Background: an optimization exercise with open tools, aiming at small area and a short achievable clock period. Do not read the settings as production practice.
Function was checked by simulation only, so behaviour that the tests miss may differ from the original.

==> design/flow/design.v <==
module tim_domain (
    input  wire        clk,
    input  wire        rst,           
    input  wire        w_time,        
    input  wire [47:0] x_sec,
    input  wire [29:0] x_ns,
    input  wire        w_load,        
    input  wire        w_pstep,       
    input  wire        w_slew,        
    input  wire [29:0] x_slew_hi,
    input  wire        w_slew_lo0,    
    input  wire        w_rate,
    input  wire [24:0] x_rate,
    input  wire        w_valid,
    input  wire        x_valid,
    input  wire        w_hold,
    input  wire        x_hold,
    input  wire        w_pend,
    input  wire        x_pend_set,
    input  wire [77:0] x_pend_data,
    input  wire        w_thr,
    input  wire [26:0] x_thr,
    input  wire        w_sstep,
    input  wire [22:0] x_sstep,
    input  wire        w_steps,
    input  wire        w_href,
    input  wire [31:0] x_cnt_a,       
    input  wire        w_jref,
    input  wire [31:0] x_cnt_b,       
    output reg  [47:0] sec,
    output reg  [29:0] ns,
    output reg  [31:0] frac,
    output reg  [24:0] rate,          
    output reg         valid,
    output reg         hold,
    output reg  [61:0] slew,
    output reg  [31:0] steps,
    output reg  [31:0] jumps_refused,
    output reg  [31:0] hold_refused,
    output reg  [26:0] thr125,        
    output reg         pend_set,
    output reg  [77:0] pend_data,
    output wire [61:0] slew_a,        
    output wire        slew_a_lnz,    
    output wire [31:0] adv_frac,      
    output wire [1:0]  adv_e,         
    output wire [31:0] p2_frac,       
    output wire [31:0] p2_r,          
    output wire [23:0] slew_ceil,     
    output wire        slew_nz
);
    reg  [22:0] sstep;
    wire [23:0] s_full = {sstep, 1'b0};
    wire [23:0] sl_lo;
    wire        sl_ge;                                   
    td_add #(.W(24), .ARCH(1)) u_slo (.a(slew[23:0]), .b(~s_full), .ci(1'b1), .s(sl_lo), .co(sl_ge));
    wire        sl_hz = (slew[61:24] == 38'd0);
    wire        sl_lt = sl_hz && !sl_ge;                 
    reg  [37:0] sl_hi;
    reg         bw;
    integer     i;
    always @* begin
        bw = !sl_ge;
        for (i = 0; i < 38; i = i + 1) begin
            sl_hi[i] = slew[24 + i] ^ bw;
            bw       = bw & !slew[24 + i];
        end
    end
    assign slew_a = sl_lt ? 62'd0 : {sl_hi, sl_lo};
    assign slew_a_lnz = slew_a[31:0] != 32'd0;
    wire [23:0] absorb = sl_lt ? slew[23:0] : s_full;
    wire [33:0] f_x = {2'b00, frac};
    wire [33:0] f_y = {{9{rate[24]}}, rate};
    wire [33:0] f_z = ~{10'd0, absorb};
    wire [33:0] f_s = f_x ^ f_y ^ f_z;
    wire [33:0] f_c = {(f_x[32:0] & f_y[32:0]) | (f_x[32:0] & f_z[32:0]) | (f_y[32:0] & f_z[32:0]), 1'b1};
    wire [33:0] f;
    td_add #(.W(34), .ARCH(1)) u_f (.a(f_s), .b(f_c), .ci(1'b0), .s(f), .co());
    assign adv_frac = f[31:0];
    assign adv_e    = 2'd2 + f[33:32];
    wire [2:0]  ns_lo = {1'b0, ns[1:0]} + {1'b0, adv_e};
    wire        wrap  = ns_lo[2] && (ns[29:2] == 28'd249999999);
    reg  [27:0] ns_up;
    reg  [47:0] sec_up;
    reg         cy1, cy2;
    integer     i1, i2;
    always @* begin
        cy1 = ns_lo[2];
        for (i1 = 0; i1 < 28; i1 = i1 + 1) begin
            ns_up[i1] = ns[2 + i1] ^ cy1;
            cy1       = cy1 & ns[2 + i1];
        end
    end
    always @* begin
        cy2 = wrap;
        for (i2 = 0; i2 < 48; i2 = i2 + 1) begin
            sec_up[i2] = sec[i2] ^ cy2;
            cy2        = cy2 & sec[i2];
        end
    end
    wire [29:0] adv_ns = wrap ? {28'd0, ns_lo[1:0]} : {ns_up, ns_lo[1:0]};
    wire        p2_nb;                                    
    td_add #(.W(32), .ARCH(1)) u_p2 (.a(f[31:0]), .b(~slew_a[31:0]), .ci(1'b1), .s(p2_frac), .co(p2_nb));
    wire        bl    = !sl_lt && (slew[31:24] == 8'd0) && !sl_ge;
    wire [31:0] nh    = ~{2'b00, slew[61:32]};
    wire [2:0]  r_add = 3'd3 + {f[33], f[33:32]} + {2'd0, bl} - {2'd0, !p2_nb};
    wire [3:0]  r_lo  = {1'b0, nh[2:0]} + {1'b0, r_add};
    reg  [28:0] nh_up;
    reg         cy3;
    integer     i3;
    always @* begin
        cy3 = 1'b1;
        for (i3 = 0; i3 < 29; i3 = i3 + 1) begin
            nh_up[i3] = nh[3 + i3] ^ cy3;
            cy3       = cy3 & nh[3 + i3];
        end
    end
    assign p2_r = {r_lo[3] ? nh_up : nh[31:3], r_lo[2:0]};
    reg  [23:0] ceil_up;
    reg         cy4;
    integer     i4;
    always @* begin
        cy4 = slew[37:0] != 38'd0;
        for (i4 = 0; i4 < 24; i4 = i4 + 1) begin
            ceil_up[i4] = slew[38 + i4] ^ cy4;
            cy4         = cy4 & slew[38 + i4];
        end
    end
    assign slew_ceil = ceil_up;
    assign slew_nz   = slew != 62'd0;
    always @(posedge clk) begin
        if (w_time) begin
            sec <= x_sec;
            ns  <= x_ns;
        end else begin
            sec <= sec_up;
            ns  <= adv_ns;
        end
        frac        <= w_load ? 32'd0 : w_pstep ? p2_frac : adv_frac;
        slew[61:32] <= w_slew ? x_slew_hi : slew_a[61:32];
        slew[31:0]  <= w_slew_lo0 ? 32'd0 : slew_a[31:0];
        if (w_rate)  rate          <= x_rate;
        if (w_valid) valid         <= x_valid;
        if (w_hold)  hold          <= x_hold;
        if (w_steps) steps         <= x_cnt_a;
        if (w_href)  hold_refused  <= x_cnt_a;
        if (w_jref)  jumps_refused <= x_cnt_b;
        if (w_thr)   thr125        <= x_thr;
        if (w_sstep) sstep         <= x_sstep;
    end
    always @(posedge clk) begin
        if (w_pend && !rst) begin
            pend_set  <= x_pend_set;
            pend_data <= x_pend_data;
        end
    end
endmodule
module td_add #(
    parameter W    = 8,
    parameter ARCH = 1
) (
    input  wire [W-1:0] a,
    input  wire [W-1:0] b,
    input  wire         ci,
    output wire [W-1:0] s,
    output wire         co
);
    generate
        if (ARCH == 2) begin : g_tool
            assign {co, s} = {1'b0, a} + {1'b0, b} + {{W{1'b0}}, ci};
        end else if (ARCH == 0) begin : g_ripple
            reg [W-1:0] sr;
            reg         c;
            integer     i;
            always @* begin
                c = ci;
                for (i = 0; i < W; i = i + 1) begin
                    sr[i] = a[i] ^ b[i] ^ c;
                    c     = (a[i] & b[i]) | (c & (a[i] ^ b[i]));
                end
            end
            assign s  = sr;
            assign co = c;
        end else begin : g_bk
            reg [W-1:0] gg, pp, p0;
            integer     l, i;
            always @* begin
                p0 = a ^ b;
                gg = a & b;
                pp = p0;
                gg[0] = gg[0] | (pp[0] & ci);
                for (l = 0; (1 << l) < W; l = l + 1)
                    for (i = 0; i < W; i = i + 1)
                        if (((i + 1) % (1 << (l + 1))) == 0) begin
                            gg[i] = gg[i] | (pp[i] & gg[i - (1 << l)]);
                            pp[i] = pp[i] & pp[i - (1 << l)];
                        end
                for (l = 20; l >= 0; l = l - 1)
                    if ((2 << l) < W)
                        for (i = 0; i < W; i = i + 1)
                            if (i >= (2 << l) && ((i + 1) % (2 << l)) == (1 << l)) begin
                                gg[i] = gg[i] | (pp[i] & gg[i - (1 << l)]);
                                pp[i] = pp[i] & pp[i - (1 << l)];
                            end
            end
            assign s  = p0 ^ {gg[W-2:0], ci};
            assign co = gg[W-1];
        end
    endgenerate
endmodule
module tim_domains (
    input  wire        clk,
    input  wire        rst,             
    input  wire        cmd_valid,
    input  wire [2:0]  cmd_op,
    input  wire        cmd_dom,
    input  wire [77:0] cmd_data,
    input  wire        rd_dom,
    output wire [47:0] rd_sec,
    output wire [29:0] rd_ns,
    output wire [31:0] rd_frac,
    output wire [31:0] rd_rate,
    output wire        rd_valid,
    output wire        rd_holdover,
    output wire        rd_slewing,
    output wire [23:0] rd_slew_left,    
    output wire [31:0] rd_steps,
    output wire [31:0] rd_jumps_refused,
    output wire [31:0] rd_hold_refused
);
    localparam [2:0] OP_RATE   = 3'd0;
    localparam [2:0] OP_ADJ    = 3'd1;
    localparam [2:0] OP_SET    = 3'd2;
    localparam [2:0] OP_RESUME = 3'd3;
    localparam [2:0] OP_FORCE  = 3'd4;
    localparam [2:0] OP_THRESH = 3'd5;
    localparam [2:0] OP_SLEW   = 3'd6;
    localparam [31:0] RATE_MIN    = -32'sd8589935;
    localparam [30:0] RATE_MIN_LO = RATE_MIN[30:0];
    wire [47:0] sec   [0:1];
    wire [29:0] ns    [0:1];
    wire [31:0] frac  [0:1];
    wire [24:0] rate  [0:1];
    wire        valid [0:1];
    wire        hold  [0:1];
    wire [61:0] slew  [0:1];
    wire [31:0] steps [0:1];
    wire [31:0] jref  [0:1];
    wire [31:0] href  [0:1];
    wire [26:0] thr   [0:1];
    wire        pset  [0:1];
    wire [77:0] pdata [0:1];
    wire [61:0] slewa [0:1];
    wire        lnz   [0:1];
    wire [1:0]  ae    [0:1];
    wire [31:0] pr    [0:1];
    wire [23:0] sceil [0:1];
    wire        snz   [0:1];
    wire        w_time, w_load, w_pstep, w_slew, w_rate, w_valid, w_hold, w_pend;
    wire        w_thr, w_sstep, w_steps, w_jref, w_href;
    wire [47:0] x_sec;
    wire [29:0] x_ns;
    wire        x_slew_zero;
    wire [29:0] x_slew_hi;
    wire        x_valid;
    wire [24:0] x_rate;
    wire        x_hold;
    wire [26:0] x_thr;
    wire [22:0] x_sstep;
    wire [31:0] x_cnt_a, x_cnt_b;
    genvar d;
    generate
        for (d = 0; d < 2; d = d + 1) begin : dom
            wire hit = cmd_valid && (cmd_dom == d);
            tim_domain u_dom (
                .clk           (clk),
                .rst           (rst),
                .w_time        (rst || (hit && w_time)),
                .x_sec         (x_sec),
                .x_ns          (x_ns),
                .w_load        (rst || (hit && w_load)),
                .w_pstep       (hit && w_pstep),
                .w_slew        (rst || (hit && w_slew)),
                .x_slew_hi     (x_slew_hi),
                .w_slew_lo0    (rst || (hit && w_slew && x_slew_zero)),
                .w_rate        (rst || (hit && w_rate)),
                .x_rate        (x_rate),
                .w_valid       (rst || (hit && w_valid)),
                .x_valid       (x_valid),
                .w_hold        (rst || (hit && w_hold)),
                .x_hold        (x_hold),
                .w_pend        (hit && w_pend),
                .x_pend_set    (cmd_op == OP_SET),
                .x_pend_data   (cmd_data),
                .w_thr         (rst || (hit && w_thr)),
                .x_thr         (x_thr),
                .w_sstep       (rst || (hit && w_sstep)),
                .x_sstep       (x_sstep),
                .w_steps       (rst || (hit && w_steps)),
                .w_href        (rst || (hit && w_href)),
                .x_cnt_a       (x_cnt_a),
                .w_jref        (rst || (hit && w_jref)),
                .x_cnt_b       (x_cnt_b),
                .sec           (sec[d]),
                .ns            (ns[d]),
                .frac          (frac[d]),
                .rate          (rate[d]),
                .valid         (valid[d]),
                .hold          (hold[d]),
                .slew          (slew[d]),
                .steps         (steps[d]),
                .jumps_refused (jref[d]),
                .hold_refused  (href[d]),
                .thr125        (thr[d]),
                .pend_set      (pset[d]),
                .pend_data     (pdata[d]),
                .slew_a        (slewa[d]),
                .slew_a_lnz    (lnz[d]),
                .adv_frac      (),
                .adv_e         (ae[d]),
                .p2_frac       (),
                .p2_r          (pr[d]),
                .slew_ceil     (sceil[d]),
                .slew_nz       (snz[d])
            );
        end
    endgenerate
    wire        c       = cmd_dom;
    wire [47:0] sec_c   = sec[c];
    wire [29:0] ns_c    = ns[c];
    wire        valid_c = valid[c];
    wire        hold_c  = hold[c];
    wire [29:0] thr_c   = {thr[c], 3'd0};
    wire        pset_c  = pset[c];
    wire [77:0] pdata_c = pdata[c];
    wire [29:0] H       = slewa[c][61:32];
    wire        Lnz     = lnz[c];
    wire is_rate  = cmd_op == OP_RATE;
    wire is_adj   = cmd_op == OP_ADJ;
    wire is_set   = cmd_op == OP_SET;
    wire is_res   = cmd_op == OP_RESUME;
    wire is_force = cmd_op == OP_FORCE;
    wire is_thr   = cmd_op == OP_THRESH;
    wire is_slew  = cmd_op == OP_SLEW;
    wire is_jump  = is_adj || is_set;
    wire [47:0] set_sec = cmd_data[77:30];
    wire [29:0] set_ns  = cmd_data[29:0];
    wire [48:0] dsec;
    td_add #(.W(49), .ARCH(1)) u_dsec (.a({1'b0, set_sec}), .b(~{1'b0, sec_c}), .ci(1'b1), .s(dsec), .co());
    wire near = ((dsec[48:2] == 47'd0) && (dsec[1:0] != 2'd3)) ||
                ((dsec[48:2] == {47{1'b1}}) && dsec[1]);
    wire [2:0]  dsl = set_sec[2:0] - sec_c[2:0];
    reg  [34:0] kd;
    always @* begin
        case (dsl)
            3'd1:    kd = 35'd1000000000;
            3'd2:    kd = 35'd2000000000;
            3'd7:    kd = -35'sd1000000000;
            3'd6:    kd = -35'sd2000000000;
            default: kd = 35'd0;
        endcase
    end
    wire [32:0] ds_x = {3'd0, set_ns};
    wire [32:0] ds_y = ~{3'd0, ns_c};
    wire [32:0] ds_k = kd[32:0];
    wire [32:0] ds_s = ds_x ^ ds_y ^ ds_k;
    wire [32:0] ds_c = {(ds_x[31:0] & ds_y[31:0]) | (ds_x[31:0] & ds_k[31:0]) | (ds_y[31:0] & ds_k[31:0]), 1'b1};
    wire [32:0] dset;
    td_add #(.W(33), .ARCH(1)) u_dset (.a(ds_s), .b(ds_c), .ci(1'b0), .s(dset), .co());
    wire [32:0] delta = is_set ? dset : {cmd_data[31], cmd_data[31:0]};
    wire        d_neg = delta[32];
    wire        d_big = delta[32:30] != 3'd0;        
    wire        c1lo;
    td_add #(.W(30), .ARCH(1)) u_c1 (.a(delta[29:0]), .b(~thr_c), .ci(1'b0), .s(), .co(c1lo));
    wire        c1 = !d_neg && (d_big || c1lo);
    wire [29:0] hd;
    wire        hd_ge;                                
    td_add #(.W(30), .ARCH(1)) u_hd (.a(H), .b(~delta[29:0]), .ci(1'b1), .s(hd), .co(hd_ge));
    wire        stepcase = !d_neg && (d_big || !hd_ge);
    wire [32:0] c2_x = delta;
    wire [32:0] c2_y = {3'd0, thr_c};
    wire [32:0] c2_z = ~{3'd0, H};
    wire [32:0] c2_s = c2_x ^ c2_y ^ c2_z;
    wire [32:0] c2_c = {(c2_x[31:0] & c2_y[31:0]) | (c2_x[31:0] & c2_z[31:0]) | (c2_y[31:0] & c2_z[31:0]), !Lnz};
    wire [32:0] c2r;
    td_add #(.W(33), .ARCH(1)) u_c2 (.a(c2_s), .b(c2_c), .ci(1'b0), .s(c2r), .co());
    wire refuse   = (is_set && !near) || c1 || (d_neg && c2r[32]);
    wire jump_ok  = is_jump && valid_c && !hold_c && !refuse;
    wire jump_ref = is_jump && valid_c && !hold_c && refuse;
    wire forcing  = is_force && hold_c;
    wire fadj     = forcing && !pset_c;
    wire fset     = forcing && pset_c;
    wire load0    = is_set && !valid_c;
    wire [32:0] s_x = is_set ? 33'd0 : {3'd0, ns_c};
    wire [32:0] s_y = is_force ? {pdata_c[31], pdata_c[31:0]} :
                      is_set   ? {3'd0, set_ns} :
                                 {cmd_data[31], cmd_data[31:0]};
    wire [32:0] s_z = is_force ? {31'd0, ae[c]} : {pr[c][31], pr[c]};
    wire [32:0] s_s = s_x ^ s_y ^ s_z;
    wire [32:0] s_c = {(s_x[31:0] & s_y[31:0]) | (s_x[31:0] & s_z[31:0]) | (s_y[31:0] & s_z[31:0]), 1'b0};
    wire [32:0] s;
    td_add #(.W(33), .ARCH(1)) u_s (.a(s_s), .b(s_c), .ci(1'b0), .s(s), .co());
    function ge_c(input [32:0] x, input [32:0] cst);
        integer n;
        begin
            ge_c = 1'b1;
            for (n = 0; n < 33; n = n + 1)
                ge_c = cst[n] ? (x[n] & ge_c) : (x[n] | ge_c);
        end
    endfunction
    wire [32:0] s_u  = {~s[32], s[31:0]};
    wire ge_p3 = ge_c(s_u, 33'd3000000000 ^ (33'd1 << 32));
    wire ge_p2 = ge_c(s_u, 33'd2000000000 ^ (33'd1 << 32));
    wire ge_p1 = ge_c(s_u, 33'd1000000000 ^ (33'd1 << 32));
    wire ge_0  = !s[32];
    wire ge_m1 = ge_c(s_u, (-33'sd1000000000) ^ (33'd1 << 32));
    wire ge_m2 = ge_c(s_u, (-33'sd2000000000) ^ (33'd1 << 32));
    reg  [3:0]  k;
    always @* begin
        if      (ge_p3) k = 4'd3;
        else if (ge_p2) k = 4'd2;
        else if (ge_p1) k = 4'd1;
        else if (ge_0)  k = 4'd0;
        else if (ge_m1) k = 4'd15;
        else if (ge_m2) k = 4'd14;
        else            k = 4'd13;
    end
    reg  [29:0] kns;
    always @* begin
        case (k)
            4'd3:    kns = 30'h0d2fa200;   
            4'd2:    kns = 30'h08ca6c00;
            4'd1:    kns = 30'h04653600;
            4'd15:   kns = 30'h3b9aca00;
            4'd14:   kns = 30'h37359400;
            4'd13:   kns = 30'h32d05e00;
            default: kns = 30'd0;
        endcase
    end
    wire [29:0] st_ns;
    td_add #(.W(30), .ARCH(1)) u_stns (.a(s[29:0]), .b(kns), .ci(1'b0), .s(st_ns), .co());
    wire [3:0]  kk    = k + (is_set ? dsec[3:0] : 4'd0);
    wire [4:0]  sl5   = {2'b00, sec_c[2:0]} + {kk[3], kk};
    wire        up1   = !sl5[4] && sl5[3];
    wire        dn1   = sl5[4];
    reg  [44:0] sec_hi;
    reg         ao, az;
    integer     j1;
    always @* begin
        ao = up1;
        az = dn1;
        for (j1 = 0; j1 < 45; j1 = j1 + 1) begin
            sec_hi[j1] = sec_c[3 + j1] ^ (ao | az);
            ao         = ao & sec_c[3 + j1];
            az         = az & !sec_c[3 + j1];
        end
    end
    wire [47:0] st_sec = {sec_hi, sl5[2:0]};
    wire        loading = load0 || fset;
    wire [77:0] ld      = fset ? pdata_c : cmd_data;
    assign w_time  = loading || fadj || (jump_ok && stepcase);
    assign w_load  = loading;
    assign w_pstep = jump_ok && stepcase;
    assign x_sec   = {48{!rst}} & (loading ? ld[77:30] : st_sec);
    assign x_ns    = {30{!rst}} & (loading ? ld[29:0]  : st_ns);
    assign w_slew      = jump_ok || fset;
    assign x_slew_zero = fset || stepcase;
    assign x_slew_hi   = {30{!(x_slew_zero || rst)}} & hd;
    wire [31:0] rate_in = cmd_data[31:0];
    wire rate_hi = !rate_in[31] && ge_c({2'd0, rate_in[30:0]}, 33'd8589936);
    wire rate_lo =  rate_in[31] && !ge_c({2'd0, rate_in[30:0]}, {2'd0, RATE_MIN_LO});
    assign w_rate = is_rate && !hold_c;
    assign x_rate = {25{!rst}} & (rate_hi ? 25'd8589935 : rate_lo ? -25'sd8589935 : rate_in[24:0]);
    assign w_valid = load0;
    assign x_valid = !rst;
    assign w_hold  = jump_ref || is_res || is_force;
    assign x_hold  = jump_ref && !rst;
    assign w_pend  = jump_ref;
    wire [19:0] thr_in  = (cmd_data[19:0] == 20'd0) ? 20'd1 : cmd_data[19:0];
    assign w_thr   = is_thr;
    wire [26:0] thr125 = {thr_in, 7'd0} - {5'd0, thr_in, 2'd0} + {7'd0, thr_in};     
    assign x_thr   = ({27{!rst}} & thr125) | ({27{rst}} & 27'd125000);             
    wire [11:0] ppm_in  = cmd_data[11:0];
    wire [9:0]  ppm_eff = (ppm_in == 12'd0) ? 10'd1 : (ppm_in > 12'd1000) ? 10'd1000 : ppm_in[9:0];
    assign w_sstep = is_slew;
    wire [22:0] sstep_in = ppm_eff * 23'd4295;
    assign x_sstep = ({23{!rst}} & sstep_in) | ({23{rst}} & 23'd859000);           
    wire inc_href  = hold_c && (is_rate || (is_jump && valid_c));
    wire inc_steps = load0 || forcing || (jump_ok && stepcase);
    wire [31:0] cnt_a = (hold_c && !is_force) ? href[c] : steps[c];
    wire [31:0] cnt_b = jref[c];
    wire [31:0] inc_a, inc_b;
    wire        full_a, full_b;
    td_add #(.W(32), .ARCH(1)) u_cnta (.a(cnt_a), .b(32'd0), .ci(1'b1), .s(inc_a), .co(full_a));
    td_add #(.W(32), .ARCH(1)) u_cntb (.a(cnt_b), .b(32'd0), .ci(1'b1), .s(inc_b), .co(full_b));
    assign x_cnt_a = {32{!rst}} & (full_a ? cnt_a : inc_a);
    assign x_cnt_b = {32{!rst}} & (full_b ? cnt_b : inc_b);
    assign w_steps = inc_steps;
    assign w_jref  = jump_ref;
    assign w_href  = inc_href;
    assign rd_sec           = sec[rd_dom];
    assign rd_ns            = ns[rd_dom];
    assign rd_frac          = frac[rd_dom];
    assign rd_rate          = {{7{rate[rd_dom][24]}}, rate[rd_dom]};
    assign rd_valid         = valid[rd_dom];
    assign rd_holdover      = hold[rd_dom];
    assign rd_slewing       = snz[rd_dom];
    assign rd_slew_left     = sceil[rd_dom];
    assign rd_steps         = steps[rd_dom];
    assign rd_jumps_refused = jref[rd_dom];
    assign rd_hold_refused  = href[rd_dom];
endmodule
==> design/flow/flow/run.sh <==
#!/bin/bash
# The standard layout (standard.sh, all steps, its own synthesis), with
# two changes:
# - the buffer that ORFS puts on every input and output port is a plain
#   sky130_fd_sc_hd__buf_2 rather than the cell buffer_ports picks by itself
#   (a clkdlybuf4s50_1 delay buffer, 0.5 ns on every port);
# - ORFS's timing repair aims for SETUP_SLACK_MARGIN ns of setup slack on
#   the worst path (TNS_END_PERCENT 0: the worst path only), so that it also
#   shortens the paths that set the achieved period.
# The clock, its period and all constraints are the standard flow's, unchanged. make's
# output goes to standard.log, each tool's to orfs/logs/.
set -euo pipefail
bash standard.sh "BUFFER_PORTS_ARGS=-buffer_cell sky130_fd_sc_hd__buf_2" \
    SETUP_SLACK_MARGIN=26 TNS_END_PERCENT=0 finish > standard.log 2>&1
==> design/flow/standard.sh <==
#!/bin/bash
# synth_recipe.tcl (not shown) runs the flow's synth.tcl, then flattens the netlist and writes it again
# the make line also repeats each setting of config.mk as NAME=value (left out here)
make -C /OpenROAD-flow-scripts/flow DESIGN_CONFIG=/design/flow/config.mk WORK_HOME=/design/flow/orfs CLKGATE_MAP_FILE= SYNTH_SCRIPT=/design/flow/synth_recipe.tcl "${@:-finish}"
==> design/flow/config.mk <==
export PLATFORM = sky130hd
export DESIGN_NAME = tim_domains
export DESIGN_NICKNAME = tim_domains
export VERILOG_FILES = /design/flow/design.v
export SDC_FILE = /design/flow/constraint.sdc
export NUM_CORES = 4
export LEC_CHECK = 0
export CAP_MARGIN = 20
export CORE_MARGIN = 2
export CORE_UTILIZATION = 40
export CTS_CLUSTER_DIAMETER = 60
export CTS_CLUSTER_SIZE = 40
export SLEW_MARGIN = 20
==> design/flow/constraint.sdc <==
create_clock -name core_clock -period 45.0 [get_ports {clk}]
set_input_delay 9.0000 -clock core_clock [delete_from_list [all_inputs] [get_ports {clk}]]
set_output_delay 9.0000 -clock core_clock [all_outputs]
set_load 0.01 [all_outputs]
==> results of run 1 <==
[worst max-delay path, delay by kind of cell]
kind | cells | cell delay [ns]
compound gates | 1 | 0.22
buf+inv | 5 | 0.93
[what timing repair did]
item / in CTS / in global routing
pin swaps: 29 / 75
gates cloned: 16 / 8
gates resized for setup: 124 / 128
hold buffers: 0 / 0
endpoints found under the setup margin: 735 / 514
buffers inserted: 20 / 27
[sequential cells by signal (all words and copies together) (netlist names), 50 cells and up]
register and count:
dom.u_dom.pend_data 156, dom.u_dom.frac 64, dom.u_dom.hold_refused 64, dom.u_dom.rate 50, dom.u_dom.thr125 54, dom.u_dom.sec 96, dom.u_dom.slew 124, dom.u_dom.jumps_refused 64
dom.u_dom.ns 60, dom.u_dom.steps 64
[metrics by stage]
stage               instance area (µm²)  cells  util (%)
finish                            80800   9878      45.9
floorplan                         71100   7145         -
global placement                  75100   9599      42.6
CTS                               79800   9820      45.3
detailed placement                75100   9599      42.7
global route                      80800   9868      45.9
[Yosys cell counts (20+ instances only)]
cell type	n
nor4_1	69
fa_1	334
xor2_1	111
mux4_2	34
clkbuf_1	214
nor2b_1	52
nand4_1	71
nor3_1	105
ha_1	937
o32ai_1	39
a211oi_1	161
a21oi_1	299
a21o_1	151
o21ai_0	294
o31ai_1	32
nor2_1	526
a221oi_1	21
nand3_1	206
a31oi_1	25
edfxtp_1	504
o22a_1	32
nand2b_1	68
buf_2	45
a31o_2	20
inv_1	831
dfxtp_1	344
and2_1	41
o21bai_1	25
o22ai_1	49
and3_1	45
mux2i_1	181
xnor2_1	146
nand2_1	398
buf_1	33
mux2_2	299
o21a_1	75
[metal layers]
layer / GRT usage (%) / part of all wire, % / wire (µm) / vias to the layer above
li1: - / - / - / 26000
met1: 32.7 / 41 / 98400 / 27400
met2: 42.3 / 47 / 111000 / 1789
met3: 4.11 / 6.5 / 15500 / 457
met4: 11.6 / 5.1 / 12100 / 20
met5: 0 / 0.054 / 128 / -
[kinds of logic (layout without fill, tap and decap cells)]
logic type               count (synthesis)  in the layout
XOR/XNOR                               258            258
flip-flops                             848            848
AO/OA/AOI/OAI                         1374           1377
buffers and inverters                 1150           1518
adder cells (fa/ha/maj)               1271           1271
AND/OR/NAND/NOR                       1715           1715
other                                    0             22
multiplexers                           529            529
[area by class of cell]
type                            count  area (µm²)  area share, %
Clock buffer                      105        2500           3.09
Clock inverter                     80        1060           1.32
Antenna cell                       22        55.1         0.0682
Sequential cell                   848       22000           27.3
Inverter                          836        3150           3.90
Timing Repair Buffer              497        3500           4.33
Multi-Input combinational cell   5150       45600           56.4
Tap cell                         2340        2930           3.62
[path summary, 6_finish.rpt]
path                          from                    to  slack [ns]  depth (start not counted)
min           dom[1].u_dom.sec[47]  dom[1].u_dom.sec[47]        0.61                          2
min reg2reg   dom[1].u_dom.sec[47]  dom[1].u_dom.sec[47]        0.61                          2
max                         rd_dom           rd_frac[23]       25.82                          6
max reg2reg  dom[1].u_dom.sstep[1]   dom[1].u_dom.ns[29]       26.53                         89
[cells in the final DEF, fill, tap and decap left out, types with 97 or more instances in the layout]
| cell type | n |
|---|---|
| ha_1 | 921 |
| inv_1 | 819 |
| nor2_1 | 513 |
| edfxtp_1 | 504 |
| nand2_1 | 391 |
| buf_2 | 347 |
| dfxtp_1 | 344 |
| fa_1 | 323 |
| mux2_2 | 291 |
| a21oi_1 | 272 |
| o21ai_0 | 249 |
| nand3_1 | 205 |
| mux2i_1 | 180 |
| a21o_1 | 148 |
| xnor2_1 | 143 |
| a211oi_1 | 136 |
| buf_4 | 111 |
| xor2_1 | 107 |
| clkbuf_16 | 105 |
| nor3_1 | 97 |
==> flow_metrics.py, run 1 <==
metrics = {
    "grt": {
        "grt_pass1_vias": 55300,
        "gr-total-overflow": 0,
        "grt_usage_pct": 25.5,
        "grt_max_degree": 77,
        "antenna_found_initial": 34,
        "grt_pass1_wl_mm": 349,
    },
    "route": {
        "drc": 0,
        "drt_wl_total_mm": 238,
        "drt_iter0_drc": 4122,
        "vias": 55600,
        "wl_per_cell_um": 24.1,
        "firstDrtPassIters": 5,
        "postRouteAntennaNets": 0,
        "viasPerCell": 5.63,
    },
    "placed_design": {
        "dp_hpwl_mm": 178,
        "dp_slack_ns": 23.56,
        "portBuffers": 350,
        "gp_congestion": 0.971,
    },
    "critical_path": {
        "critical_path_class": "in2out",
        "worstPathRequired_ns": 36.00,
        "cp_slowest_cell": "bufbuf_16",
        "crit_top_cell": "buf_16",
        "critPathMaxStageDelay_ns": 0.30,
        "critPathMaxFanout": 16,
        "worstPathCellList": "buf_16, buf_16, buf_4, bufbuf_16, o21ai_1, buf_2",
        "cp-start-kind": "primary input",
        "arrival_ns": 10.18,
        "end_kind": "output port",
    },
    "clock_network": {
        "clock_latency_ns": 0.74,
        "cts_buffers": 98,
        "htreeDepth": 3,
        "clockRootBuffer": "clkbuf_16",
        "cts_tree": "yes",
        "clkTransAtPathRegs_ns": 0.06,
        "cts.sinks": 848,
        "cts_buffer_depth": 3,
    },
    "finish": {
        "syn_to_final_growth_pct": 14.0,
        "drive_gt1_share_pct": 17.3,
        "fillers": 16700,
        "nets": 8788,
    },
    "sta": {
        "setup_slack_ns": 25.82,
        "max_slew_margin_pct": 20.9,
        "finalCriticalPeriod_ns": 19.18,
        "finalHoldViolations": 0,
        "grt_setup_unrepaired": "yes",
        "tightest_slew_ns": 1.18,
        "fmax_mhz": 52.2,
        "fin_tns_setup_ns": 0,
        "clock_skew_ns": 0.0413,
        "finalCritPeriodShare_pct": 42.6,
        "drv_slew": 0,
        "worst_hold_slack_ns": 0.605,
        "setup_viol": 0,
    },
    "yosys": {
        "seq_area_frac_synth_pct": 31.1,
        "syn_area_mm2": 0.0708,
        "synth_warnings": 8,
        "synthSimpleGateAreaFrac_pct": 11.8,
        "ys.flop_type": "edfxtp_1",
        "synthAdderAreaFrac_pct": 26.0,
        "synth_compound_area_share_pct": 12.8,
        "synth_top_area_share_pct": 21.4,
        "synthArstFlopShare_pct": 0,
        "yosys.area.top_type": "edfxtp_1",
        "synth_edf_count": 504,
        "synth_top_family_by_area": "adder cells",
        "avgSynthCellArea_um2": 9.92,
        "synth_xor_xnor_area_share_pct": 3.21,
        "postSynthCellCount": 7145,
        "synth_fp_nets": 8502,
        "synth-seq-cells": 848,
        "synthMuxAreaShare_pct": 8.75,
        "synth.area.top_cells": "edfxtp_1, ha_1, dfxtp_1",
        "synth_cell_types": 113,
    },
    "floorplanning": {
        "die_h_um": 425,
        "initial_core_util_pct": 40.2,
        "core_mm2": 0.176,
        "io_pins": 351,
        "dieArea_mm2": 0.181,
        "row_count": 154,
        "fp.dieW_um": 425,
    },
    "outcome": {
        "outcome": "finished clean",
    },
    "job": {
        "max_cap_viol_count": 0,
    },
    "hold_path": {
        "hold_class": "reg2reg",
    },
}
==> inputs of run 2 (changes only) <==
--- a/design/flow/config.mk
+++ b/design/flow/config.mk
@@ -9,5 +9,6 @@
 export CORE_MARGIN = 2
 export CORE_UTILIZATION = 40
 export CTS_CLUSTER_DIAMETER = 60
-export CTS_CLUSTER_SIZE = 40
+export CTS_CLUSTER_SIZE = 30
+export PLACE_DENSITY = 0.75
 export SLEW_MARGIN = 20
==> flow_metrics.py, run 2 <==
metrics = {
    "critical_path": {
        "r2r_slack_ns": 26.60,
        "worstPathRequired_ns": 36.00,
        "rr_endpoint": "dom[0].u_dom.sec[28]",
        "arrival_ns": 10.09,
        "reg2regPathDepth": 78,
        "worstPathCellList": "buf_16, buf_16, o21ai_1, buf_2",
        "crit_top_cell": "buf_16",
        "critPathMaxFanout": 16,
        "cp_num_buf_inv": 3,
        "end_kind": "output port",
        "cpLargestDelayFamily": "buffers and inverters",
        "cp_slowest_cell": "o21ai_1",
        "cp-start-kind": "primary input",
        "r2r-start": "dom[1].u_dom.sstep[1]",
        "critical_path_class": "in2out",
        "critPathMaxStageDelay_ns": 0.45,
    },
    "sta": {
        "drv_slew": 0,
        "fmax_mhz": 52.4,
        "grt_setup_unrepaired": "yes",
        "max_slew_margin_pct": 20.1,
        "finalCritPeriodShare_pct": 42.4,
        "finalHoldViolations": 0,
        "clock_skew_ns": 0.0408,
        "tightest_slew_ns": 1.19,
        "fin_tns_setup_ns": 0,
        "setup_viol": 0,
        "setup_slack_ns": 25.91,
        "finalCriticalPeriod_ns": 19.09,
    },
    "floorplanning": {
        "row_count": 154,
        "dieArea_mm2": 0.181,
        "io_pins": 351,
        "core_mm2": 0.176,
        "die_h_um": 425,
        "fp.dieW_um": 425,
        "initial_core_util_pct": 40.2,
    },
    "yosys": {
        "avgSynthCellArea_um2": 9.92,
        "postSynthCellCount": 7145,
        "yosys.area.top_type": "edfxtp_1",
        "synth.area.top_cells": "edfxtp_1, ha_1, dfxtp_1",
        "synth_fp_nets": 8502,
        "yosysMostFrequentCell": "ha_1",
        "ys.flop_type": "edfxtp_1",
        "synth_warnings": 8,
        "syn_area_mm2": 0.0708,
        "synth_cell_types": 113,
        "seq_area_frac_synth_pct": 31.1,
        "synth_top_area_share_pct": 21.4,
        "synthArstFlopShare_pct": 0,
        "synth_edf_count": 504,
        "synth-seq-cells": 848,
        "synthTopCellsByCount": "ha_1, inv_1, nor2_1, edfxtp_1, nand2_1",
    },
    "clock_network": {
        "cts.sinks": 848,
        "cts_tree": "yes",
        "clock_latency_ns": 0.73,
        "clockRootBuffer": "clkbuf_16",
        "cts_buffers": 85,
        "clkTransAtPathRegs_ns": 0.08,
        "cts_buffer_depth": 3,
        "ctsHoldBuffers": 0,
        "htreeDepth": 3,
    },
    "placed_design": {
        "place_area_mm2": 0.0751,
        "gp_congestion": 1.04,
        "portBuffers": 350,
        "dp_slack_ns": 24.14,
        "dp_hpwl_mm": 177,
    },
    "finish": {
        "syn_to_final_growth_pct": 12.8,
        "nets": 8761,
        "largest_register_ffs": 156,
        "drive_gt1_share_pct": 16.9,
        "final_cell_mix": "ha_1, inv_1, nor2_1",
        "reg_top3": "dom.u_dom.pend_data: 156 flops, dom.u_dom.slew: 124 flops, dom.u_dom.sec: 96 flops",
        "layout_commonest_cell": "ha_1",
        "regMostFlops": "dom.u_dom.pend_data",
        "design_area_mm2": 0.0799,
    },
    "route": {
        "postRouteAntennaNets": 0,
        "firstDrtPassIters": 9,
        "vias": 57100,
        "drc": 0,
        "wl_per_cell_um": 24.3,
        "drt_iter0_drc": 5422,
        "drt_wl_total_mm": 239,
        "viasPerCell": 5.80,
    },
    "grt": {
        "grt_max_degree": 109,
        "grt_pass1_wl_mm": 350,
        "grt_pass1_vias": 56700,
        "antenna_found_initial": 32,
        "grt_usage_pct": 25.5,
        "gr-total-overflow": 0,
    },
    "hold_path": {
        "hold_class": "reg2reg",
        "hold_path.startpoint": "dom[1].u_dom.sec[47]",
        "whs_endpoint": "dom[1].u_dom.sec[47]",
        "whs_path_depth": 2,
    },
    "outcome": {
        "outcome": "finished clean",
    },
    "job": {
        "max_cap_viol_count": 0,
    },
}
## run 2: cell types whose count changed in the layout (fill, tap and decap cells not counted), sizes merged
cell,previous run,this run
a21o,154,151
bufbuf,9,3
diode,22,16
clkbuf,112,103
bufinv,8,5
clkinvlp,4,1
buf,481,471
inv,867,873
clkinv,37,24
## run 2: worst max-delay path by stage
stage          slack [ns]  cells past startpoint                   from                         to
6_report            25.91                      4                 rd_dom                rd_rate[16]
4_1_cts             25.82                     91  dom[0].u_dom.sstep[1]        dom[1].u_dom.ns[29]
2_1_floorplan       25.38                     46                cmd_dom  dom[0].u_dom.pend_data[0]
3_5_place_dp        24.14                     53              cmd_op[0]        dom[1].u_dom.ns[29]
3_3_place_gp        24.23                     53              cmd_op[0]        dom[1].u_dom.ns[29]
5_1_grt             25.79                     92  dom[0].u_dom.sstep[1]        dom[1].u_dom.ns[29]
## run 2: worst min-delay path, delay by kind of cell (launching register included)
family          cells  cell delay [ns]
flops               1             0.33
xor+xnor            1             0.15
compound gates      1             0.07
## run 2: cells by family after synthesis
kind of cell | count (synthesis) | share of synthesized area, %
buf+inv | 1150 | 6.38
simple gates | 1715 | 11.8
mux | 529 | 8.75
fa+ha+maj | 1271 | 26.0
flops | 848 | 31.1
compound gates | 1374 | 12.8
xor+xnor | 258 | 3.21
## run 2: final cells by class
class                   count  area (µm²)
fillers                 16400       96200
well taps                2340        2930
clock inverters            67         853
clock buffers              91        2170
multi-input cells        5147       45400
diodes                     16        40.0
repair buffers            486        3320
inverters                 836        3150
flip-flops and latches    848       22000
## run 2: metal layers
metal	vias up	GRT usage [%]	part of all wire, %
li1	25900	-	-
met1	28000	32.3	39
met2	2540	40.8	45
met3	623	3.94	7.9
met4	16	15.8	7.3
met5	-	0	0.038
## run 2: per-stage QoR
stage / instances / utilization (%) / hold WS, ns
after global routing: 9826 / 45.4 / 0.642
after global placement: 9595 / 42.6 / 0.578
after detailed placement: 9595 / 42.6 / 0.584
after floorplan: 7145 / - / 0.464
after CTS: 9772 / 44.8 / 0.596
final: 9831 / 45.4 / 0.592
## run 2: timing repair
item                       CTS  global route
resized for setup           89           144
pin swaps                   21            81
cloned                      10            11
setup endpoints to repair  487           469
setup buffers                9            31
==> inputs of run 3 (changes only) <==
--- a/design/flow/config.mk
+++ b/design/flow/config.mk
@@ -8,7 +8,4 @@
 export CAP_MARGIN = 20
 export CORE_MARGIN = 2
 export CORE_UTILIZATION = 40
-export CTS_CLUSTER_DIAMETER = 60
-export CTS_CLUSTER_SIZE = 30
-export PLACE_DENSITY = 0.75
 export SLEW_MARGIN = 20
==> flow_metrics.py, run 3 <==
metrics = {
    "critical_path": {
        "r2r-start": "dom[1].u_dom.sstep[1]",
        "cp_num_cells": 6,
        "crit_end": "rd_frac[23]",
        "cpLargestDelayFamily": "buffers and inverters",
        "crit_top_cell": "buf_16",
        "worstPathRequired_ns": 36.00,
        "rr_endpoint": "dom[1].u_dom.ns[23]",
        "worstPathCellList": "buf_16, buf_16, buf_4, bufbuf_16, o21ai_1, buf_2",
        "reg2regPathDepth": 84,
        "cp_num_buf_inv": 5,
        "arrival_ns": 10.17,
        "r2r_slack_ns": 26.56,
        "critPathMaxFanout": 16,
        "end_kind": "output port",
        "critical_path_class": "in2out",
        "critPathMaxStageDelay_ns": 0.30,
        "cp_slowest_cell": "bufbuf_16",
        "cp-start-kind": "primary input",
        "critPathLaunch": "rd_dom",
    },
    "sta": {
        "drv_slew": 0,
        "clock_skew_ns": 0.0237,
        "fmax_mhz": 52.2,
        "max_slew_margin_pct": 21.9,
        "finalCritPeriodShare_pct": 42.6,
        "fin_tns_setup_ns": 0,
        "finalCriticalPeriod_ns": 19.17,
        "setup_viol": 0,
        "finalHoldViolations": 0,
        "grt_setup_unrepaired": "yes",
        "tightest_slew_ns": 1.17,
        "setup_slack_ns": 25.83,
    },
    "floorplanning": {
        "die_h_um": 425,
        "fp.dieW_um": 425,
        "dieArea_mm2": 0.181,
        "initial_core_util_pct": 40.2,
        "io_pins": 351,
        "core_mm2": 0.176,
        "row_count": 154,
    },
    "route": {
        "wl_per_cell_um": 24.1,
        "drt_wl_total_mm": 238,
        "drc": 0,
        "vias": 55800,
        "drt_iter0_drc": 4118,
        "postRouteAntennaNets": 0,
        "viasPerCell": 5.64,
        "firstDrtPassIters": 6,
    },
    "yosys": {
        "avgSynthCellArea_um2": 9.92,
        "postSynthCellCount": 7145,
        "yosys.area.top_type": "edfxtp_1",
        "synth_top_area_share_pct": 21.4,
        "synth_fp_nets": 8502,
        "seq_area_frac_synth_pct": 31.1,
        "synthTopCellsByCount": "ha_1, inv_1, nor2_1, edfxtp_1, nand2_1",
        "synth-seq-cells": 848,
        "synth.area.top_cells": "edfxtp_1, ha_1, dfxtp_1",
        "yosysMostFrequentCell": "ha_1",
        "synth_edf_count": 504,
        "synth_warnings": 8,
        "synth_cell_types": 113,
        "ys.flop_type": "edfxtp_1",
        "synthArstFlopShare_pct": 0,
        "syn_area_mm2": 0.0708,
    },
    "finish": {
        "largest_register_ffs": 156,
        "syn_to_final_growth_pct": 13.6,
        "nets": 8795,
        "regMostFlops": "dom.u_dom.pend_data",
        "drive_gt1_share_pct": 17.1,
        "reg_top3": "dom.u_dom.pend_data: 156 flops, dom.u_dom.slew: 124 flops, dom.u_dom.sec: 96 flops",
        "final_cell_mix": "ha_1, inv_1, nor2_1",
        "layout_commonest_cell": "ha_1",
    },
    "clock_network": {
        "htreeDepth": 3,
        "cts_buffer_depth": 3,
        "cts_tree": "yes",
        "cts.sinks": 848,
        "ctsHoldBuffers": 0,
        "clkTransAtPathRegs_ns": 0.06,
        "clock_latency_ns": 0.74,
        "cts_buffers": 100,
        "clockRootBuffer": "clkbuf_16",
    },
    "job": {
        "max_cap_viol_count": 0,
    },
    "grt": {
        "grt_max_degree": 77,
        "gr-total-overflow": 0,
        "antenna_found_initial": 33,
        "grt_pass1_vias": 55300,
        "grt_usage_pct": 25.6,
        "grt_pass1_wl_mm": 349,
    },
    "placed_design": {
        "gp_congestion": 0.971,
        "portBuffers": 350,
        "dp_hpwl_mm": 178,
        "dp_slack_ns": 23.56,
    },
    "outcome": {
        "outcome": "finished clean",
    },
    "hold_path": {
        "hold_class": "reg2reg",
    },
}
-- run 3: worst min-delay path by stage --
| stage | startpoint | endpoint | slack (ns) | depth (start not counted) |
|---|---|---|---|---|
| 2_1_floorplan | dom[1].u_dom.slew[0] | dom[1].u_dom.slew[0] | 0.46 | 2 |
| 5_1_grt | dom[1].u_dom.slew[27] | dom[1].u_dom.slew[27] | 0.65 | 3 |
| 3_3_place_gp | dom[1].u_dom.sec[47] | dom[1].u_dom.sec[47] | 0.59 | 2 |
| 6_report | dom[1].u_dom.sec[47] | dom[1].u_dom.sec[47] | 0.60 | 2 |
| 4_1_cts | dom[1].u_dom.sec[47] | dom[1].u_dom.sec[47] | 0.61 | 2 |
| 3_5_place_dp | dom[1].u_dom.sec[47] | dom[1].u_dom.sec[47] | 0.59 | 2 |
-- run 3: metal layers --
layer	GRT usage, %	wire, µm	up-vias
met1	32.8	99300	27500
met4	12.2	12400	18
met2	42.1	111000	1865
li1	-	-	26000
met5	0	112	-
met3	3.89	15000	427
-- run 3: metrics by stage --
| stage | cells | hold WS (ns) | utilization [%] | instance area, µm² |
|---|---|---|---|---|
| 2_1_floorplan | 7145 | 0.464 | - | 71100 |
| 3_3_place_gp | 9599 | 0.591 | 42.6 | 75100 |
| 3_5_place_dp | 9599 | 0.588 | 42.7 | 75100 |
| 4_1_cts | 9823 | 0.605 | 45.1 | 79400 |
| 5_1_grt | 9879 | 0.645 | 45.7 | 80500 |
| 6_report | 9886 | 0.604 | 45.7 | 80500 |
-- run 3: final cells by class --
class | count | area [µm²]
fill | 16700 | 95600
multi-input combinational | 5150 | 45600
sequential | 848 | 22000
timing repair buffer | 502 | 3530
inverter | 836 | 3150
tap | 2340 | 2930
clock buffer | 137 | 2810
clock inverter | 51 | 422
antenna | 22 | 55.1
-- run 3: worst register-to-register path, delay by kind of cell (launching register included) --
| family | cells | cell delay (ns) |
|---|---|---|
| mux | 1 | 0.29 |
| simple gates | 17 | 2.56 |
| buf+inv | 7 | 0.93 |
| compound gates | 43 | 8.58 |
| flops | 1 | 0.40 |
| xor+xnor | 2 | 0.36 |
| fa+ha+maj | 14 | 5.22 |
-- run 3: cell families after synthesis --
group	share of synthesized area (%)
xor+xnor	3.21
fa+ha+maj	26.0
mux	8.75
flops	31.1
buf+inv	6.38
compound gates	12.8
simple gates	11.8
-- run 3: what timing repair did --
item | CTS | global route
buffers inserted | 20 | 32
pin swaps | 27 | 88
gates cloned | 16 | 8
hold endpoints to repair | 0 | 0
gates resized for setup | 123 | 139
endpoints found under the setup margin | 728 | 515
==> inputs of run 4 (changes only) <==
--- a/design/flow/config.mk
+++ b/design/flow/config.mk
@@ -5,7 +5,10 @@
 export SDC_FILE = /design/flow/constraint.sdc
 export NUM_CORES = 4
 export LEC_CHECK = 0
+export ABC_AREA = 1
 export CAP_MARGIN = 20
 export CORE_MARGIN = 2
 export CORE_UTILIZATION = 40
+export CTS_CLUSTER_DIAMETER = 80
+export CTS_CLUSTER_SIZE = 40
 export SLEW_MARGIN = 20
==> flow_metrics.py, run 4 <==
metrics = {
    "finish": {
        "regMostFlops": "dom.u_dom.pend_data",
        "largest_register_ffs": 156,
        "fillers": 16500,
        "drive_gt1_share_pct": 13.4,
        "design_area_mm2": 0.0797,
        "reg_top3": "dom.u_dom.pend_data: 156 flops, dom.u_dom.slew: 124 flops, dom.u_dom.sec: 96 flops",
        "nets": 9997,
        "stdcell_count": 11000,
        "layout_commonest_cell": "nand2_1",
        "final_cell_mix": "nand2_1, inv_1, ha_1",
        "syn_to_final_growth_pct": 14.8,
    },
    "route": {
        "drt_iter0_drc": 4478,
        "viasPerCell": 5.27,
        "firstDrtPassIters": 6,
        "postRouteAntennaNets": 0,
        "wl_per_cell_um": 20.6,
        "drt_wl_total_mm": 227,
        "vias": 58100,
        "drc": 0,
    },
    "job": {
        "max_cap_viol_count": 0,
    },
    "critical_path": {
        "cp-start-kind": "primary input",
        "crit_end": "dom[0].u_dom.sec[3]",
        "end_kind": "register",
        "arrival_ns": 20.03,
        "cp_slowest_cell": "o21ai_0",
        "r2r-start": "dom[1].u_dom.sstep[2]",
        "critPathLaunch": "cmd_op[1]",
        "crit_top_cell": "buf_4",
        "critPathMaxFanout": 58,
        "rr_endpoint": "dom[0].u_dom.sec[3]",
        "reg2regPathDepth": 114,
        "worstPathRequired_ns": 45.62,
        "r2r_slack_ns": 26.11,
        "critical_path_class": "in2reg",
        "critPathMaxStageDelay_ns": 0.92,
    },
    "clock_network": {
        "cts_tree": "yes",
        "ctsHoldBuffers": 0,
        "htreeDepth": 3,
        "cts.sinks": 848,
        "cts_buffer_depth": 3,
        "clkTransAtPathRegs_ns": 0.09,
        "clock_latency_ns": 0.74,
        "cts_buffers": 75,
        "clockRootBuffer": "clkbuf_16",
    },
    "yosys": {
        "synth_top_family_by_area": "adder cells",
        "synthSimpleGateAreaFrac_pct": 16.6,
        "synthAdderAreaFrac_pct": 26.5,
        "postSynthCellCount": 8323,
        "synth.area.top_cells": "edfxtp_1, ha_1, dfxtp_1",
        "synth_fp_nets": 9680,
        "synth_edf_count": 504,
        "yosysMostFrequentCell": "nand2_1",
        "ys.flop_type": "edfxtp_1",
        "avgSynthCellArea_um2": 8.34,
        "synthTopCellsByCount": "nand2_1, inv_1, ha_1, o21ai_0, nor2_1",
        "syn_area_mm2": 0.0694,
        "synth_top_area_share_pct": 21.8,
        "yosys.area.top_type": "edfxtp_1",
        "synth_xor_xnor_area_share_pct": 2.77,
        "seq_area_frac_synth_pct": 31.7,
        "synth_cell_types": 67,
        "synth_compound_area_share_pct": 12.8,
        "synth-seq-cells": 848,
        "synthMuxAreaShare_pct": 0.389,
        "synth_warnings": 8,
        "synthArstFlopShare_pct": 0,
    },
    "placed_design": {
        "place_area_mm2": 0.0732,
        "placed_cells": 10700,
        "gp_congestion": 0.919,
        "dp_hpwl_mm": 168,
        "portBuffers": 350,
    },
    "floorplanning": {
        "initial_core_util_pct": 40.3,
        "core_mm2": 0.172,
        "fp.dieW_um": 421,
        "die_h_um": 421,
        "dieArea_mm2": 0.177,
        "io_pins": 351,
        "row_count": 152,
    },
    "grt": {
        "grt_usage_pct": 25.5,
        "gr-usage-met2_pct": 43.0,
        "grt_pass1_wl_mm": 344,
        "antenna_found_initial": 43,
        "grt_pass1_vias": 57000,
        "grt_max_degree": 109,
        "use_met1_pct": 32.8,
        "gr-total-overflow": 0,
        "grt-busiest-layer": "met2",
        "grt_use_met3_pct": 3.42,
    },
    "sta": {
        "fin_tns_setup_ns": 0,
        "finalCriticalPeriod_ns": 19.41,
        "finalCritPeriodShare_pct": 43.1,
        "clock_skew_ns": 0.0755,
        "finalHoldViolations": 0,
        "drv_slew": 0,
        "grt_setup_unrepaired": "yes",
        "setup_viol": 0,
        "fmax_mhz": 51.5,
        "max_slew_margin_pct": 22.6,
        "tightest_slew_ns": 1.15,
    },
    "outcome": {
        "outcome": "finished clean",
    },
    "hold_path": {
        "hold_class": "reg2reg",
    },
}
## run 4: critical path, delay by kind of cell
family	cells	cell delay, ns
buf+inv	36	4.94
compound gates	10	2.28
fa+ha+maj	6	1.81
simple gates	15	1.41
xor+xnor	3	0.53
## run 4: layout make-up
cell class / instances / area, µm² / share of cell area (%)
multi-input combinational: 5845 / 43000 / 53.9
sequential: 848 / 22000 / 27.6
inverter: 1296 / 4910 / 6.16
timing repair buffer: 574 / 4040 / 5.07
tap: 2310 / 2890 / 3.62
clock buffer: 84 / 1970 / 2.48
clock inverter: 56 / 898 / 1.13
antenna: 14 / 35.0 / 0.0439
## run 4: worst min path at each step
stage	cells after the start	endpoint	start	slack, ns
2_1_floorplan	2	dom[1].u_dom.slew[0]	dom[1].u_dom.slew[0]	0.47
3_3_place_gp	2	dom[1].u_dom.slew[0]	dom[1].u_dom.slew[0]	0.49
3_5_place_dp	2	dom[1].u_dom.slew[0]	dom[1].u_dom.slew[0]	0.50
4_1_cts	2	dom[1].u_dom.slew[0]	dom[1].u_dom.slew[0]	0.51
5_1_grt	2	dom[1].u_dom.slew[0]	dom[1].u_dom.slew[0]	0.55
6_report	2	dom[1].u_dom.slew[0]	dom[1].u_dom.slew[0]	0.51
## run 4: cell families (layout without fill, tap and decap cells)
| group | count (synthesis) | count (layout) |
|---|---|---|
| simple gates | 2701 | 2711 |
| buf+inv | 1640 | 2010 |
| compound gates | 1617 | 1617 |
| fa+ha+maj | 1271 | 1271 |
| flops | 848 | 848 |
| xor+xnor | 219 | 219 |
| mux | 27 | 27 |
| other cells | 0 | 14 |
## run 4: routing by layer
| metal | up-vias | routed length [µm] |
|---|---|---|
| met5 | - | 133 |
| met4 | 22 | 10200 |
| met3 | 356 | 12100 |
| met2 | 1600 | 108000 |
| met1 | 27900 | 97100 |
| li1 | 28200 | - |
## run 4: what timing repair did
item / in CTS / in global routing
gates resized for setup: 311 / 165
hold endpoints to repair: 0 / 0
pin swaps: 121 / 130
cloned: 21 / 1
buffers inserted: 108 / 40
setup endpoints to repair: 875 / 837
## run 4: through the flow
stage / setup WS, ns / hold WS [ns] / util, %
after floorplan: 25.52 / 0.469 / -
after global placement: 22.70 / 0.489 / 42.6
after detailed placement: 22.33 / 0.499 / 42.6
after CTS: 25.74 / 0.510 / 45.7
after global routing: 25.20 / 0.553 / 46.3
final: 25.59 / 0.512 / 46.3
==> inputs of run 5 (changes only) <==
--- a/design/flow/config.mk
+++ b/design/flow/config.mk
@@ -5,7 +5,6 @@
 export SDC_FILE = /design/flow/constraint.sdc
 export NUM_CORES = 4
 export LEC_CHECK = 0
-export ABC_AREA = 1
 export CAP_MARGIN = 20
 export CORE_MARGIN = 2
 export CORE_UTILIZATION = 40
==> flow_metrics.py, run 5 <==
metrics = {
    "outcome": {
        "outcome": "finished clean",
    },
    "placed_design": {
        "place_area_mm2": 0.0751,
        "portBuffers": 350,
        "dp_hpwl_mm": 178,
        "placed_cells": 9599,
        "gp_congestion": 0.971,
    },
    "floorplanning": {
        "io_pins": 351,
        "initial_core_util_pct": 40.2,
        "die_h_um": 425,
        "fp.dieW_um": 425,
        "dieArea_mm2": 0.181,
        "core_mm2": 0.176,
        "row_count": 154,
    },
    "route": {
        "postRouteAntennaNets": 0,
        "viasPerCell": 5.64,
        "drc": 0,
        "firstDrtPassIters": 7,
        "wl_per_cell_um": 24.1,
        "drt_iter0_drc": 4059,
        "drt_wl_total_mm": 236,
        "vias": 55300,
    },
    "hold_path": {
        "hold_class": "reg2reg",
        "whs_endpoint": "dom[1].u_dom.sec[47]",
        "hold_path.startpoint": "dom[1].u_dom.sec[47]",
        "whs_path_depth": 2,
    },
    "finish": {
        "stdcell_count": 9806,
        "seqCellArea_mm2": 0.0220,
        "nets": 8752,
        "reg_top3": "dom.u_dom.pend_data: 156 flops, dom.u_dom.slew: 124 flops, dom.u_dom.sec: 96 flops",
        "design_area_mm2": 0.0798,
        "largest_register_ffs": 156,
        "regMostFlops": "dom.u_dom.pend_data",
        "layout_commonest_cell": "ha_1",
        "fillers": 16800,
        "multiInputGateArea_mm2": 0.0457,
        "final_cell_mix": "ha_1, inv_1, nor2_1",
        "syn_to_final_growth_pct": 12.6,
        "drive_gt1_share_pct": 16.7,
    },
    "critical_path": {
        "crit_top_cell": "buf_16",
        "worstPathRequired_ns": 36.00,
        "r2r_slack_ns": 26.62,
        "arrival_ns": 10.13,
        "r2r-start": "dom[0].u_dom.sstep[1]",
        "end_kind": "output port",
        "cp_slowest_cell": "bufbuf_16",
        "critPathMaxStageDelay_ns": 0.30,
        "cp_num_buf_inv": 5,
        "cpLargestDelayFamily": "buffers and inverters",
        "critical_path_class": "in2out",
        "reg2regPathDepth": 88,
        "critPathMaxFanout": 31,
        "worstPathCellList": "buf_16, buf_16, buf_4, bufbuf_16, o21ai_0, buf_2",
        "cp-start-kind": "primary input",
        "rr_endpoint": "dom[1].u_dom.ns[29]",
    },
    "yosys": {
        "seq_area_frac_synth_pct": 31.1,
        "syn_area_mm2": 0.0708,
        "avgSynthCellArea_um2": 9.92,
        "synthArstFlopShare_pct": 0,
        "yosys.area.top_type": "edfxtp_1",
        "postSynthCellCount": 7145,
        "synth_fp_nets": 8502,
        "synthTopCellsByCount": "ha_1, inv_1, nor2_1, edfxtp_1, nand2_1",
        "synth_warnings": 8,
        "yosysMostFrequentCell": "ha_1",
        "synth_top_area_share_pct": 21.4,
        "synth_edf_count": 504,
        "synth_cell_types": 113,
        "synth-seq-cells": 848,
        "synth.area.top_cells": "edfxtp_1, ha_1, dfxtp_1",
        "ys.flop_type": "edfxtp_1",
    },
    "clock_network": {
        "cts_tree": "yes",
        "cts_buffers": 58,
        "cts_buffer_depth": 3,
        "htreeDepth": 2,
        "ctsHoldBuffers": 0,
        "clock_latency_ns": 0.74,
        "cts.sinks": 848,
        "clockRootBuffer": "clkbuf_16",
        "clkTransAtPathRegs_ns": 0.10,
    },
    "job": {
        "max_cap_viol_count": 0,
    },
    "sta": {
        "fin_tns_setup_ns": 0,
        "drv_slew": 0,
        "tightest_slew_ns": 1.15,
        "worst_hold_slack_ns": 0.611,
        "clock_skew_ns": 0.0425,
        "max_slew_margin_pct": 22.8,
        "grt_setup_unrepaired": "yes",
        "finalCriticalPeriod_ns": 19.13,
        "finalHoldViolations": 0,
        "finalCritPeriodShare_pct": 42.5,
        "fmax_mhz": 52.3,
        "setup_viol": 0,
    },
    "grt": {
        "antenna_found_initial": 32,
        "grt_pass1_vias": 54800,
        "gr-total-overflow": 0,
        "grt_max_degree": 77,
        "grt_pass1_wl_mm": 347,
        "grt_usage_pct": 25.3,
    },
}
## run 5: cell type report
type | instances | area share [%]
tap | 2340 | 3.67
clock buffer | 62 | 1.90
inverter | 836 | 3.94
sequential | 848 | 27.6
clock inverter | 47 | 0.998
timing repair buffer | 501 | 4.58
multi-input combinational | 5150 | 57.2
antenna | 22 | 0.0690
## run 5: what timing repair did
item                       4_1_cts  5_1_grt
buffers inserted                21       30
resized for setup              156      134
setup endpoints to repair      726      529
cloned                          16        8
pin swaps                       30       80
## run 5: cell families (layout without fill, tap and decap cells)
logic type,count (synthesis),after routing,share of synthesized area [%]
multiplexers,529,529,8.75
AO/OA/AOI/OAI,1374,1377,12.8
buffers and inverters,1150,1446,6.38
AND/OR/NAND/NOR,1715,1715,11.8
other,0,22,0
XOR/XNOR,258,258,3.21
adder cells (fa/ha/maj),1271,1271,26.0
flip-flops,848,848,31.1
## run 5: worst min-delay path: stages (launching register included)
cell and delay [ns]:
dfxtp_1 0.34, xnor2_1 0.16, o32ai_1 0.07
## run 5: routing by layer
| metal | up-vias | share of wire, % | track usage (%) | routed length [µm] |
|---|---|---|---|---|
| met5 | - | 0.048 | 0 | 113 |
| met4 | 18 | 4.9 | 11.0 | 11700 |
| met3 | 426 | 6.1 | 3.84 | 14400 |
| met2 | 1725 | 47 | 42.0 | 111000 |
| met1 | 27300 | 42 | 32.7 | 99200 |
| li1 | 25900 | - | - | - |
## run 5: worst max path at each step
stage	startpoint	end	slack (ns)	depth (start not counted)
floorplan	cmd_dom	dom[0].u_dom.pend_data[0]	25.38	46
global placement	rd_dom	rd_slew_left[19]	23.63	6
detailed placement	rd_dom	rd_rate[28]	23.56	6
CTS	rd_dom	rd_slew_left[18]	25.85	6
global route	dom[0].u_dom.sstep[1]	dom[0].u_dom.ns[29]	25.76	91
finish	rd_dom	rd_rate[8]	25.87	6
## run 5: metrics by stage
stage	utilization (%)	setup WS (ns)
floorplan	-	25.38
global placement	42.6	23.63
detailed placement	42.7	23.56
CTS	44.7	25.85
global route	45.3	25.76
finish	45.3	25.87
==> inputs of run 6 (changes only) <==
--- a/design/flow/config.mk
+++ b/design/flow/config.mk
@@ -10,4 +10,5 @@
 export CORE_UTILIZATION = 40
 export CTS_CLUSTER_DIAMETER = 80
 export CTS_CLUSTER_SIZE = 40
+export PLACE_DENSITY = 0.75
 export SLEW_MARGIN = 20
==> flow_metrics.py, run 6 <==
metrics = {
    "floorplanning": {
        "row_count": 154,
        "fp.dieW_um": 425,
        "dieArea_mm2": 0.181,
        "io_pins": 351,
    },
    "sta": {
        "finalCriticalPeriod_ns": 19.19,
        "clock_skew_ns": 0.0396,
        "fin_tns_setup_ns": 0,
        "tightest_slew_ns": 1.15,
        "max_slew_margin_pct": 22.8,
        "finalCritPeriodShare_pct": 42.6,
        "setup_viol": 0,
    },
    "route": {
        "wl_per_cell_um": 24.0,
        "postRouteAntennaNets": 0,
        "firstDrtPassIters": 6,
        "vias": 56600,
    },
    "yosys": {
        "synthSimpleGateAreaFrac_pct": 11.8,
        "synth-seq-cells": 848,
        "synth_top_family_by_area": "adder cells",
        "synth_top_area_share_pct": 21.4,
        "seq_area_frac_synth_pct": 31.1,
        "synth_warnings": 8,
        "synthTopCellsByCount": "ha_1, inv_1, nor2_1, edfxtp_1, nand2_1",
        "ys.flop_type": "edfxtp_1",
        "syn_area_mm2": 0.0708,
        "yosys.area.top_type": "edfxtp_1",
        "synth_cell_types": 113,
        "yosysMostFrequentCell": "ha_1",
        "synth_xor_xnor_area_share_pct": 3.21,
    },
    "clock_network": {
        "cts_buffer_depth": 3,
        "clkTransAtPathRegs_ns": 0.10,
        "cts_tree": "yes",
        "clockRootBuffer": "clkbuf_16",
    },
    "outcome": {
        "outcome": "finished clean",
    },
    "placed_design": {
        "place_area_mm2": 0.0751,
        "gp_congestion": 1.04,
    },
    "grt": {
        "grt_usage_pct": 25.3,
    },
    "hold_path": {
        "whs_endpoint": "dom[1].u_dom.sec[47]",
        "hold_path.startpoint": "dom[1].u_dom.sec[47]",
        "hold_class": "reg2reg",
    },
    "finish": {
        "reg_top3": "dom.u_dom.pend_data: 156 flops, dom.u_dom.slew: 124 flops, dom.u_dom.sec: 96 flops",
        "design_area_mm2": 0.0788,
        "regMostFlops": "dom.u_dom.pend_data",
    },
    "critical_path": {
        "r2r-start": "dom[0].u_dom.sstep[1]",
        "cp-start-kind": "primary input",
        "critPathMaxFanout": 17,
        "worstPathCellList": "buf_16, buf_16, mux2_2, buf_2",
        "end_kind": "output port",
        "worstPathRequired_ns": 36.00,
    },
    "job": {
        "max_cap_viol_count": 0,
    },
}
run 6: cell counts after synthesis:
Identical to the previous run, type by type.
run 6: how the worst max path moves through the flow:
stage / start / endpoint / slack, ns / cells after the start
6_report: rd_dom / rd_ns[1] / 25.81 / 4
3_5_place_dp: cmd_op[0] / dom[1].u_dom.ns[29] / 24.14 / 53
2_1_floorplan: cmd_dom / dom[0].u_dom.pend_data[0] / 25.38 / 46
3_3_place_gp: cmd_op[0] / dom[1].u_dom.ns[29] / 24.23 / 53
4_1_cts: dom[0].u_dom.sstep[1] / dom[1].u_dom.ns[29] / 25.81 / 91
5_1_grt: dom[1].u_dom.sstep[1] / dom[1].u_dom.ns[29] / 25.73 / 91
run 6: what timing repair did:
action                                  CTS  global route
setup buffers                             7            31
pin swaps                                21            77
endpoints found under the setup margin  486           466
cloned                                   10             4
resized for setup                        89           114
run 6: area by class of cell:
cell class | count | area (µm²)
tap | 2340 | 2930
clock inverter | 44 | 707
multi-input combinational | 5147 | 45300
sequential | 848 | 22000
inverter | 836 | 3160
antenna | 13 | 32.5
timing repair buffer | 478 | 3150
clock buffer | 60 | 1440
fill | 16500 | 97300
run 6: cells by family (layout without fill, tap and decap cells):
group,after synthesis,count (layout)
multiplexers,529,529
other,0,13
flip-flops,848,848
AND/OR/NAND/NOR,1715,1715
AO/OA/AOI/OAI,1374,1374
buffers and inverters,1150,1418
XOR/XNOR,258,258
adder cells (fa/ha/maj),1271,1271
run 6: per-layer routing:
layer | share of wire [%] | track usage (%)
met1 | 40 | 32.2
met2 | 46 | 40.8
met3 | 8.0 | 4.13
met4 | 6.8 | 14.4
met5 | 0.052 | 0
run 6: critical path, delay by kind of cell:
kind | cells | cell delay [ns]
buffers and inverters | 3 | 0.63
muxes | 1 | 0.49
run 6: per-stage QoR:
| step | util [%] | instances | worst slack (ns) | hold slack [ns] |
|---|---|---|---|---|
| final | 44.7 | 9766 | 25.81 | 0.595 |
| after global routing | 44.7 | 9764 | 25.73 | 0.645 |
| after CTS | 44.3 | 9716 | 25.81 | 0.599 |
| after detailed placement | 42.6 | 9595 | 24.14 | 0.584 |
| after global placement | 42.6 | 9595 | 24.23 | 0.578 |
| after floorplan | - | 7145 | 25.38 | 0.464 |

-- afterwards: timing with drivers on the ports --
In the flow no input, the clock included, has a driving cell. The finished layouts below were timed again as built, in two steps. Step 1 (the two cells are an assumption about what drives the block):
set clk [get_ports {clk}]
set_driving_cell -lib_cell sky130_fd_sc_hd__clkbuf_16 $clk
set_driving_cell -lib_cell sky130_fd_sc_hd__buf_2 [delete_from_list [all_inputs] $clk]
Step 2 moves the port delays by t, midway between the first and last clock arrival at a register: inputs arrive t later, outputs are due t later. That takes back most of the time a late clock gives input paths. Slacks: ideal ports / drivers / drivers and shift; pairs: ideal ports / drivers.
| run | t, ns | setup WS [ns] | worst register clock-pin slew, ns |
|---|---|---|---|
| run 1 | 0.806 | 25.825 / 25.514 / 25.374 | 0.10 / 0.10 |
| run 2 | 0.792 | 25.908 / 25.627 / 25.472 | 0.09 / 0.09 |
| run 3 | 0.813 | 25.827 / 25.508 / 25.369 | 0.07 / 0.07 |
| run 4 | 0.786 | 25.590 / 25.503 / 24.793 | 0.12 / 0.12 |
| run 5 | 0.798 | 25.869 / 25.529 / 25.311 | 0.12 / 0.12 |
| run 6 | 0.797 | 25.813 / 25.584 / 25.355 | 0.11 / 0.11 |
After both steps setup and hold are still met in every run listed. The setup slack of run 4, which loses most, moves by -0.087 ns with the drivers and by -0.797 ns with both steps.
